From an optimization exercise on the open Yosys and OpenROAD flow, aimed at small area, a short achievable clock period and few clock cycles per item; shortcuts taken in it are not production practice. In this exercise RTL edits were held to simulation tests only and were not proved equivalent to the original.

Design rs_group_codec, start of the top module:
module rs_group_codec (
    input  wire         clk,
    input  wire         rst_n,         
    input  wire         in_valid,
    output wire         in_ready,
    input  wire         in_op,         
    input  wire [255:0] in_data,
    input  wire [23:0]  in_check,      
    input  wire [31:0]  in_addr,       
    output reg          out_valid,
    input  wire         out_ready,
    output wire [255:0] out_data,
    output wire [23:0]  out_check,
    output wire [1:0]   out_status,
    output wire [5:0]   out_pos
);
    wire [23:0] syn;
    rs_encoder u_syn (
        .data  (in_data),
        .check (in_check),
        .addr  (in_addr),
        .syn   (syn)
    );
    wire        clean, single;
    wire [7:0]  inv0, s1c;
    wire [23:0] check_hold;
    rs_front u_front (
        .op         (in_op),
        .syn        (syn),
        .check      (in_check),
        .clean      (clean),
        .single     (single),
        .inv0       (inv0),
        .s1c        (s1c),
  ...
export LEC_CHECK = 0
export CAP_MARGIN = 20
export CORE_AREA = 5 5 235 235
export DIE_AREA = 0 0 240 240
export PLACE_DENSITY = 0.65
export SLEW_MARGIN = 20
create_clock -name core_clock -period 15.0 [get_ports {clk}]
standard.sh (not shown) runs the stock make flow with config.mk's settings and CLKGATE_MAP_FILE= SYNTH_SCRIPT=/design/flow/synth_recipe.tcl, a recipe that flattens the netlist after the stock synthesis.
==> flow/flow/run.sh <==
#!/bin/bash
set -euo pipefail
MARGIN=$(cat flow/margin.txt)
bash standard.sh \
  "BUFFER_PORTS_ARGS=-buffer_cell sky130_fd_sc_hd__buf_1" \
  "SETUP_SLACK_MARGIN=$MARGIN" \
  finish > standard.log 2>&1
==> flow/flow/margin.txt <==
7
Testbench counts at the start, summed over its fixed seeds: cycles 9,608, items 9,600.
Rerun with:
==> flow/flow/margin.txt (replaced) <==
6.75
CTS_BUF_LIST = sky130_fd_sc_hd__clkbuf_8   (was not set)
After rerunning:
- cell area falls by 0.58%
- synthesized cell count is unchanged
- cell count rises by 1.1%
- hold slack improves by 0.023 ns
Rerun with:
==> flow/flow/margin.txt (replaced) <==
7
GPL_ROUTABILITY_DRIVEN = 0   (was not set)
PLACE_DENSITY = 0.8   (was 0.65)
After rerunning: Fmax increases by 2.2%; via count climbs by 3.1%.
Rerun with:
==> flow/flow/margin.txt (replaced) <==
7.25
GPL_ROUTABILITY_DRIVEN = not set   (was 0)
PLACE_DENSITY = 0.65   (was 0.8)
After rerunning: Die area is unchanged; non-clock buffer count went up by 50; sequential cell count stays the same; setup slack gets better by 0.26 ns; area after synthesis is unchanged.
Rerun with:
==> flow/flow/margin.txt (replaced) <==
7
TNS_END_PERCENT = 5   (was not set)
The new run finished with timing, DRC and antenna clean.
Via count decreases by 1.3%.
Worst hold slack improved by 0.033 ns.


rs_group_codec again, from the RTL that the note above started with.
export LEC_CHECK = 0
export CAP_MARGIN = 20
export CORE_AREA = 5 5 235 235
export CTS_BUF_LIST = sky130_fd_sc_hd__clkbuf_8
export DIE_AREA = 0 0 240 240
export GPL_ROUTABILITY_DRIVEN = 0
export PLACE_DENSITY = 0.65
export SLEW_MARGIN = 20
create_clock -name core_clock -period 15.0 [get_ports {clk}]
==> flow/flow/margin.txt <==
7
Scripts as last shown in full above: flow/flow/run.sh
Testbench counts at the start, summed over its fixed seeds: cycles 9,608, items 9,600.
Rerun with:
CORE_AREA = 5 5 220 220   (was 5 5 235 235)
DIE_AREA = 0 0 225 225   (was 0 0 240 240)
GPL_ROUTABILITY_DRIVEN = not set   (was 0)
PLACE_DENSITY = 0.75   (was 0.65)
After rerunning:
- worst setup slack gets worse by 0.038 ns
- cell count decreases by 1.8%
Rerun with:
CORE_AREA = 5 5 265 265   (was 5 5 220 220)
CTS_BUF_LIST = not set   (was sky130_fd_sc_hd__clkbuf_8)
DIE_AREA = 0 0 270 270   (was 0 0 225 225)
PLACE_DENSITY = 0.6   (was 0.75)
The changed run finished clean. Routed wire length went up by a little under a tenth. Setup slack is better by 0.061 ns. Sequential share of layout area decreases by 0.76 points. Non-clock buffer count went up by 10. Worst hold slack gets better by 0.075 ns. Register-to-register slack gets worse by 1.5 ns.
Rerun with:
CORE_AREA = 5 5 235 235   (was 5 5 265 265)
CTS_BUF_LIST = sky130_fd_sc_hd__clkbuf_8   (was not set)
DIE_AREA = 0 0 240 240   (was 0 0 270 270)
PLACE_DENSITY = 0.65   (was 0.6)
Area after synthesis does not change.
Sequential cell count is unchanged.
Cell count falls by about 4%.
Worst hold slack got worse by 0.065 ns.
Sequential share of layout area rises by 0.50 points.
Routed wire length falls by about 10%.
Utilization rises by 13 points.
Rerun with:
==> flow/run.sh (new file) <==
#!/bin/bash
# synth_recipe.tcl (not shown) runs the flow's synth.tcl, then flattens the netlist and writes it again
# the make line also repeats each setting of config.mk as NAME=value (left out here)
make -C /OpenROAD-flow-scripts/flow DESIGN_CONFIG=/design/flow/config.mk WORK_HOME=/design/flow/orfs CLKGATE_MAP_FILE= SYNTH_SCRIPT=/design/flow/synth_recipe.tcl finish
SETUP_SLACK_MARGIN = 5   (was not set)
removed: flow/flow/run.sh
removed: flow/flow/margin.txt
removed: flow/standard.sh
Outcome:
- worst setup slack gets worse by 1.7 ns
- wire length went up by a few percent
- cell count is lower slightly
- register-to-register slack is worse by 0.04 ns
- clock-buffer cell count came out higher by 1
- via count went up by a few percent


rs_group_codec again, from the RTL that the note above started with.
==> flow/config.mk <==
export PLATFORM = sky130hd
export DESIGN_NAME = rs_group_codec
export DESIGN_NICKNAME = rs_group_codec
export VERILOG_FILES = /design/flow/design.v
export SDC_FILE = /design/flow/constraint.sdc
export NUM_CORES = 4
export LEC_CHECK = 0
export CAP_MARGIN = 20
export CORE_AREA = 5 5 265 265
export DIE_AREA = 0 0 270 270
export PLACE_DENSITY = 0.6
export SLEW_MARGIN = 20
==> flow/constraint.sdc <==
create_clock -name core_clock -period 15.0 [get_ports {clk}]
set_input_delay 3.0000 -clock core_clock [delete_from_list [all_inputs] [get_ports {clk}]]
set_output_delay 3.0000 -clock core_clock [all_outputs]
set_load 0.01 [all_outputs]
==> flow/flow/run.sh <==
#!/bin/bash
set -euo pipefail
MARGIN=$(cat flow/margin.txt)
bash standard.sh \
  "BUFFER_PORTS_ARGS=-buffer_cell sky130_fd_sc_hd__buf_1" \
  "SETUP_SLACK_MARGIN=$MARGIN" \
  finish > standard.log 2>&1
==> flow/flow/margin.txt <==
6
The starting point completed with no timing, DRC or antenna violations.
Testbench counts at the start, summed over its fixed seeds: cycles 9,608, items 9,600.
Edit:
==> flow/flow/margin.txt (replaced) <==
7.5
Settings changed: CORE_AREA 5 5 265 265 to 5 5 235 235, DIE_AREA 0 0 270 270 to 0 0 240 240, PLACE_DENSITY 0.6 to 0.65.
Effect: The changed run produced a clean layout. Non-clock buffer count went up by 158. Worst setup slack improves by 880 ps. Flip-flop and latch count stays the same. Clock-buffer cell count went down by 1. Hold slack degrades by 7.5 ps.

separate check: timing with driven ports:
How much do the figures lean on ideal ports? The routed layouts below were timed once more, with nothing changed but the port constraints.
Step 1: set_driving_cell puts a clkbuf_16 on clk and a buf_2 on each other input, an assumption about the parent block.
Step 2 also shifts input and output timing later by t, the mid clock arrival at the registers, as if the neighbouring blocks saw the same clock.
Three values: ideal ports, drivers, drivers and shift; two values: the first two.
run	shift t [ns]	slack for setup (ns)	worst hold slack (ns)	clock arrival spread, ns	pins driven straight from the clock port
the first run of note 1	0.633	6.992 / 6.974 / 6.391	0.559 / 0.559 / 0.559	0.035 / 0.034	1
the second run of note 1	0.716	6.742 / 6.743 / 6.056	0.582 / 0.582 / 0.582	0.041 / 0.040	1
the third run of note 1	0.731	6.921 / 6.934 / 6.221	0.601 / 0.601 / 0.601	0.059 / 0.058	1
the fourth run of note 1	0.710	7.180 / 7.209 / 6.499	0.539 / 0.539 / 0.539	0.022 / 0.022	1
the fifth run of note 1	0.716	6.732 / 6.675 / 6.082	0.572 / 0.572 / 0.572	0.052 / 0.052	1
the first run of note 2	0.707	7.010 / 7.023 / 6.316	0.543 / 0.543 / 0.543	0.040 / 0.040	1
the second run of note 2	0.717	6.972 / 6.919 / 6.288	0.554 / 0.554 / 0.554	0.047 / 0.046	1
the third run of note 2	0.625	7.034 / 7.062 / 6.437	0.629 / 0.629 / 0.629	0.018 / 0.018	1
the fourth run of note 2	0.735	7.038 / 7.035 / 6.330	0.565 / 0.565 / 0.565	0.034 / 0.034	1
the fifth run of note 2	0.724	5.309 / 5.337 / 4.613	0.539 / 0.539 / 0.539	0.052 / 0.052	1
the first run of note 3	0.636	6.269 / 6.299 / 5.663	0.551 / 0.551 / 0.551	0.030 / 0.030	1
the second run of note 3	0.635	7.150 / 7.185 / 6.550	0.543 / 0.543 / 0.543	0.025 / 0.025	1
After both steps every run listed still meets setup and hold. The setup slack of the fourth run of note 2, which loses most, moves by -0.003 ns with the drivers and by -0.708 ns with both steps.
